This design comes from an exercise in tuning for small area, a short achievable clock period and few clock cycles per item on the open sky130 flow, not from production work. Where RTL was checked, it was by simulation tests only, not by an equivalence proof against the original.

## scr_engine
module scr_engine (
    input  wire        clk,
    input  wire        rst,
    input  wire        cfg_we,
    input  wire [3:0]  cfg_addr,
    input  wire [31:0] cfg_wdata,
    input  wire        in_valid,
    output reg         in_ready,
    input  wire [14:0] in_x,
    input  wire [17:0] in_y,
    input  wire [7:0]  in_value,
    input  wire [1:0]  in_tag,
    input  wire [1:0]  in_fmt,
    output reg         tone_re,
    output wire [10:0] tone_addr0,
    output wire [10:0] tone_addr1,
    input  wire [15:0] tone_rdata0,
    input  wire [15:0] tone_rdata1,
    output reg         tile_re,
    output reg  [17:0] tile_addr,
    input  wire [15:0] tile_rdata,
    output reg         out_valid,
    output reg  [3:0]  out_code,
    output reg  [11:0] out_tone,
    output reg  [7:0]  out_base,
    output reg  [7:0]  out_slope
);
Size: ~210 I/O pins, ~0.053 sq mm of cells after synthesis.
Settings: LEC_CHECK=0, ABC_AREA=1, CAP_MARGIN=20, CORE_MARGIN=2, CORE_UTILIZATION=70, CTS_BUF_LIST=sky130_fd_sc_hd__clkbuf_16, CTS_CLUSTER_DIAMETER=90, CTS_CLUSTER_SIZE=28, SLEW_MARGIN=20; clock period 110.0 ns.
standard.sh (not shown) runs the stock make flow with config.mk's settings and CLKGATE_MAP_FILE= SYNTH_SCRIPT=/design/flow/synth_recipe.tcl, a recipe that flattens the netlist after the stock synthesis.
==> flow/flow/run.sh <==
#!/bin/bash
# The standard layout (standard.sh, all steps), except that the buffers
# placed on the input and output ports are buf_2 cells instead of the slow
# delay buffer buffer_ports picks by default. Each port still gets its own
# buffer; the clock, constraints and everything else are unchanged.
set -e
export BUFFER_PORTS_ARGS="-buffer_cell sky130_fd_sc_hd__buf_2"
bash standard.sh > standard.log 2>&1
Testbench counts at the start, summed over its fixed seeds: cycles 31,609, items 30,805.
Change:
--- a/flow/design.v
+++ b/flow/design.v
@@ -312,72 +312,74 @@
             e_r   <= 8'd0;
         end else begin
             e_cnt <= e_cnt + 3'd1;
             e_yy  <= e_yy << R;
             e_as  <= e_as << R;
             e_rem <= rem_c[R];
             e_r   <= r_c[R];
         end
     end
-    reg        p1_v, p1_ps;
+    reg        p1_v, p1_fg, p1_ps;
     reg [1:0]  p1_k;
     reg [7:0]  p1_f;
-    reg        p2_v, p2_ps;
+    reg        p2_v, p2_fg, p2_ps;
     reg [1:0]  p2_k;
     reg [7:0]  p2_f;
     reg [11:0] p2_e0, p2_e1;
     always @(posedge clk) begin
         if (rst) begin
             p1_v <= 1'b0;
             p2_v <= 1'b0;
         end else begin
             p1_v <= b_v & ~b_pend;
             p2_v <= p1_v;
         end
+        p1_fg <= b_fg;
         p1_ps <= b_ps;
         p1_k  <= b_k;
         p1_f  <= b_f;
+        p2_fg <= p1_fg;
         p2_ps <= p1_ps;
         p2_k  <= p1_k;
         p2_f  <= p1_f;
         p2_e0 <= tone_rdata0[11:0];
         p2_e1 <= tone_rdata1[11:0];
     end
     wire signed [12:0] p2_diff = $signed({1'b0, p2_e1}) - $signed({1'b0, p2_e0});
     wire signed [21:0] p2_acc  = p2_diff * $signed({1'b0, p2_f})
                                + $signed({2'b00, p2_e0, 8'h80});
     wire [11:0]        p2_Ti   = p2_acc[19:8];
     wire [11:0]        p2_T    = {p2_Ti[11:4], p2_ps ? p2_f[3:0] : p2_Ti[3:0]};
-    reg [3:5]  pv, pps;
+    reg [3:5]  pv, pfg, pps;
     reg [1:0]  pk  [3:5];
     reg [11:0] pT  [3:5];
     integer s;
     always @(posedge clk) begin
         if (rst) begin
             pv[3] <= 1'b0; pv[4] <= 1'b0; pv[5] <= 1'b0;
         end else begin
             pv[3] <= p2_v; pv[4] <= pv[3]; pv[5] <= pv[4];
         end
-        pps[3] <= p2_ps; pk[3] <= p2_k; pT[3] <= p2_T;
+        pfg[3] <= p2_fg; pps[3] <= p2_ps; pk[3] <= p2_k; pT[3] <= p2_T;
         for (s = 4; s <= 5; s = s + 1) begin
-            pps[s] <= pps[s-1]; pk[s] <= pk[s-1]; pT[s] <= pT[s-1];
+            pfg[s] <= pfg[s-1]; pps[s] <= pps[s-1]; pk[s] <= pk[s-1]; pT[s] <= pT[s-1];
         end
     end
     reg [7:0]  cty [0:3];
     reg [7:0]  ctx [0:3];
     wire       t_v    = pv[5];
     wire       t_take = t_v & ~pps[5];
-    wire       t_fg   = fgm_done;
+    wire       t_fg   = pfg[5];
     wire [1:0] t_k    = pk[5];
     integer j;
     always @(posedge clk) begin
         for (j = 0; j < 4; j = j + 1) begin
-            if (t_fg && t_k == j[1:0]) begin
+            if (t_take && t_fg && t_k == j[1:0]) begin
                 cty[j] <= e_ty;
                 ctx[j] <= (e_tx == wm1[j]) ? 8'd0 : e_tx + 8'd1;
             end else if (bgm_done && e_k == j[1:0]) begin
                 cty[j] <= e_ty;
                 ctx[j] <= e_tx;
             end else if (t_take) begin
                 ctx[j] <= (ctx[j] == wm1[j]) ? 8'd0 : ctx[j] + 8'd1;
             end
         end
What happened:
- final area climbs by 0.31%
- fmax barely changes
- wire length drops by 1.2%
- hold slack improved by 3.3 ps
- clock skew climbs by 3.6 ps
- non-clock buffer count climbs by 4
- core utilization drops by 0.77 points
- register-to-register slack improved by 20 ps
- cell count climbs by 0.43%
- synthesized area climbs by 0.59%
- worst setup slack got worse by 5.3 ps
No functional check of the RTL was part of the second run of this note.

* * *

Another version of the RTL of scr_engine (not shown whole).
Size in the first run: roughly 6000 cells after synthesis, about 930 flip-flops.
==> flow/config.mk <==
export PLATFORM = sky130hd
export DESIGN_NAME = scr_engine
export DESIGN_NICKNAME = scr_engine
export VERILOG_FILES = /design/flow/design.v
export SDC_FILE = /design/flow/constraint.sdc
export NUM_CORES = 4
export LEC_CHECK = 0
export ABC_AREA = 1
export CAP_MARGIN = 20
export CORE_MARGIN = 2
export CORE_UTILIZATION = 70
export CTS_BUF_LIST = sky130_fd_sc_hd__clkbuf_16
export CTS_CLUSTER_DIAMETER = 90
export CTS_CLUSTER_SIZE = 28
export SLEW_MARGIN = 20
==> flow/constraint.sdc <==
create_clock -name core_clock -period 110.0 [get_ports {clk}]
set_input_delay 22.0000 -clock core_clock [delete_from_list [all_inputs] [get_ports {clk}]]
set_output_delay 22.0000 -clock core_clock [all_outputs]
set_load 0.01 [all_outputs]
Scripts as last shown in full above: flow/flow/run.sh
==> next run, changes <==
--- a/flow/design.v
+++ b/flow/design.v
@@ -220,24 +220,24 @@
         end else begin
             b_job <= ld_fgm_b;
         end
         if (!b_pend) begin
             b_fg     <= ~a_hit;
             b_ps     <= a_ps;
             b_bt     <= {tone_bank, a_tag};
             b_i      <= a_u[15:8];
             b_i1     <= a_u[15:8] + 8'd1;
             b_f      <= a_ps ? {4'd0, ps_map[4*a_j +: 4]} : a_u[7:0];
             b_k      <= a_k;
-            tone_re  <= a_v & ~a_ps;
         end
+        tone_re  <= b_pend | (a_v & ~a_ps);
         if (!b_pend && a_v && !a_ps)
             b_bt1    <= {tone_bank, a_tag};
     end
     assign tone_addr0 = {b_bt, b_i};
     assign tone_addr1 = {b_bt1, b_i1};
     wire a_v_n   = in_ready | (a_v & ~a_go);
     wire b_pend_n = b_pend ? ~ld_fgm_b : (a_fg & ~ld_fgm_a);
     always @(posedge clk) begin
         in_ready <= rst | ~(a_v_n & b_pend_n);
     end
     always @(posedge clk) begin
@@ -300,25 +300,22 @@
             e_bgm <= bgm_keep & ~bgm_done;
             e_bgp <= bgp_keep & ~bgp_done;
         end
         if (e_load) begin
             e_pre <= l_pre;
             e_cnt <= 3'd0;
             e_k   <= l_k;
             e_yy  <= {{(MW-18){1'b0}}, l_yy[17:0]};
             e_as  <= {{(MW-17){1'b0}}, l_as};
             e_rem <= {7'd0, l_yy[18] & ~l_th1};
             e_r   <= (l_yy[18] & l_th1 & ~l_pre) ? shift[l_k] : 8'd0;
-        end else if (e_pre) begin
-            e_cnt <= e_cnt + 3'd1;
-            e_r   <= r_c[R];
         end else begin
             e_cnt <= e_cnt + 3'd1;
             e_yy  <= e_yy << R;
             e_as  <= e_as << R;
             e_rem <= rem_c[R];
             e_r   <= r_c[R];
         end
     end
     reg        p1_v, p1_fg, p1_ps;
     reg [1:0]  p1_k;
     reg [7:0]  p1_f;
@@ -338,25 +335,25 @@
         p1_ps <= b_ps;
         p1_k  <= b_k;
         p1_f  <= b_f;
         p2_fg <= p1_fg;
         p2_ps <= p1_ps;
         p2_k  <= p1_k;
         p2_f  <= p1_f;
         p2_e0 <= tone_rdata0[11:0];
         p2_e1 <= tone_rdata1[11:0];
     end
     wire signed [12:0] p2_diff = $signed({1'b0, p2_e1}) - $signed({1'b0, p2_e0});
-    wire signed [21:0] p2_prod = p2_diff * $signed({1'b0, p2_f}) + 22'sd128;
-    wire signed [13:0] p2_step = p2_prod[21:8];
-    wire [11:0]        p2_Ti   = p2_e0 + p2_step[11:0];
+    wire signed [21:0] p2_acc  = p2_diff * $signed({1'b0, p2_f})
+                               + $signed({2'b00, p2_e0, 8'h80});
+    wire [11:0]        p2_Ti   = p2_acc[19:8];
     wire [11:0]        p2_T    = {p2_Ti[11:4], p2_ps ? p2_f[3:0] : p2_Ti[3:0]};
     reg [3:5]  pv, pfg, pps;
     reg [1:0]  pk  [3:5];
     reg [11:0] pT  [3:5];
     integer s;
     always @(posedge clk) begin
         if (rst) begin
             pv[3] <= 1'b0; pv[4] <= 1'b0; pv[5] <= 1'b0;
         end else begin
             pv[3] <= p2_v; pv[4] <= pv[3]; pv[5] <= pv[4];
         end
@@ -408,24 +405,41 @@
     reg [11:0] p9_T;
     reg [7:0]  p9_B, p9_S;
     always @(posedge clk) begin
         if (rst) p9_v <= 1'b0;
         else     p9_v <= p8_v;
         p9_ps <= p8_ps;
         p9_T  <= p8_T;
         p9_B  <= tile_rdata[15:8];
         p9_S  <= tile_rdata[7:0];
     end
     wire signed [13:0] p9_d    = $signed({2'b00, p9_T}) - $signed({2'b00, p9_B, 4'b0000});
-    wire [20:0]        p9_rmp  = p9_d[11:0] * p9_S + 21'd128;
-    wire [12:0]        p9_c    = p9_rmp[20:8];
+    wire [11:0]        p9_dd   = p9_d[11:0];
+    wire [14:0]        p9_t [0:7];
+    wire [7:0]         p9_h;
+    genvar gs;
+    generate
+        for (gs = 0; gs < 8; gs = gs + 1) begin : rmp
+            wire [11:0] rowl = p9_dd << gs;
+            assign p9_t[gs] = p9_S[gs] ? {3'd0, rowl} : 15'd0;
+            if (gs == 0) begin : h0
+                assign p9_h[gs] = 1'b0;
+            end else begin : hn
+                assign p9_h[gs] = p9_S[gs] & (|p9_dd[11:12-gs]);
+            end
+        end
+    endgenerate
+    wire [14:0]        p9_lo   = p9_t[0] + p9_t[1] + p9_t[2] + p9_t[3]
+                               + p9_t[4] + p9_t[5] + p9_t[6] + p9_t[7];
+    wire [14:0]        p9_rnd  = p9_lo + 15'd128;
+    wire               p9_sat  = (|p9_h) | (p9_lo >= 15'd3968);
     wire [3:0]         p9_code = (p9_d <= 14'sd0) ? 4'd0
-                               : (p9_c > 13'd15) ? 4'd15 : p9_c[3:0];
+                               : p9_sat ? 4'd15 : p9_rnd[11:8];
     always @(posedge clk) begin
         if (rst) out_valid <= 1'b0;
         else     out_valid <= p9_v;
         out_code  <= p9_ps ? p9_T[3:0] : p9_code;
         out_tone  <= p9_ps ? 12'd0 : p9_T;
         out_base  <= p9_ps ? 8'd0 : p9_B;
         out_slope <= p9_ps ? 8'd0 : p9_S;
     end
 endmodule
The new run went through all stages and came out clean.
Setup slack improves by 10 ps.
Via count fell by a few percent.
Worst hold slack barely changes.
Count of clock-buffer cells in the layout fell by 3.
Synthesized cell count fell by a few percent.
Final area fell by a few percent.
Routed wire length fell by a few percent.
First-iteration DRC count rose slightly.
Final cell count fell by a few percent.
Non-clock buffer count fell by 9.
Critical path depth does not change.
No functional check of the RTL was part of any run of this note.

[static timing again, ports no longer ideal]
The flow's constraints put no driver on any port. The routed layouts listed below were extracted and timed again, unchanged, in two steps. Step 1, drivers: a clkbuf_16 drives clk and a buf_2 each remaining input, both assumed. Step 2 adds t to the input delays and takes it off the output delays; t is the mean of the earliest and latest rising clock arrival at the registers after step 1. Input paths then give back, and output paths get back, about the clock's delay inside the block. Slacks: ideal ports / drivers / drivers and shift; pairs: ideal ports / drivers.
run | shift t [ns] | setup WS [ns] | worst setup path after step 2 | worst data-port slew with drivers (ns) | pins driven straight from the clock port
the first run of note 1 | 0.703 | 86.822 / 86.752 / 87.305 | input to register | 0.05 | 1
the second run of note 1 | 0.697 | 86.817 / 86.746 / 87.284 | input to register | 0.09 | 1
the first run of note 2 | 0.711 | 86.690 / 86.619 / 87.153 | input to register | 0.12 | 1
the second run of note 2 | 0.687 | 86.700 / 86.630 / 87.207 | input to register | 0.04 | 1
After both steps setup and hold are still met in every run listed.
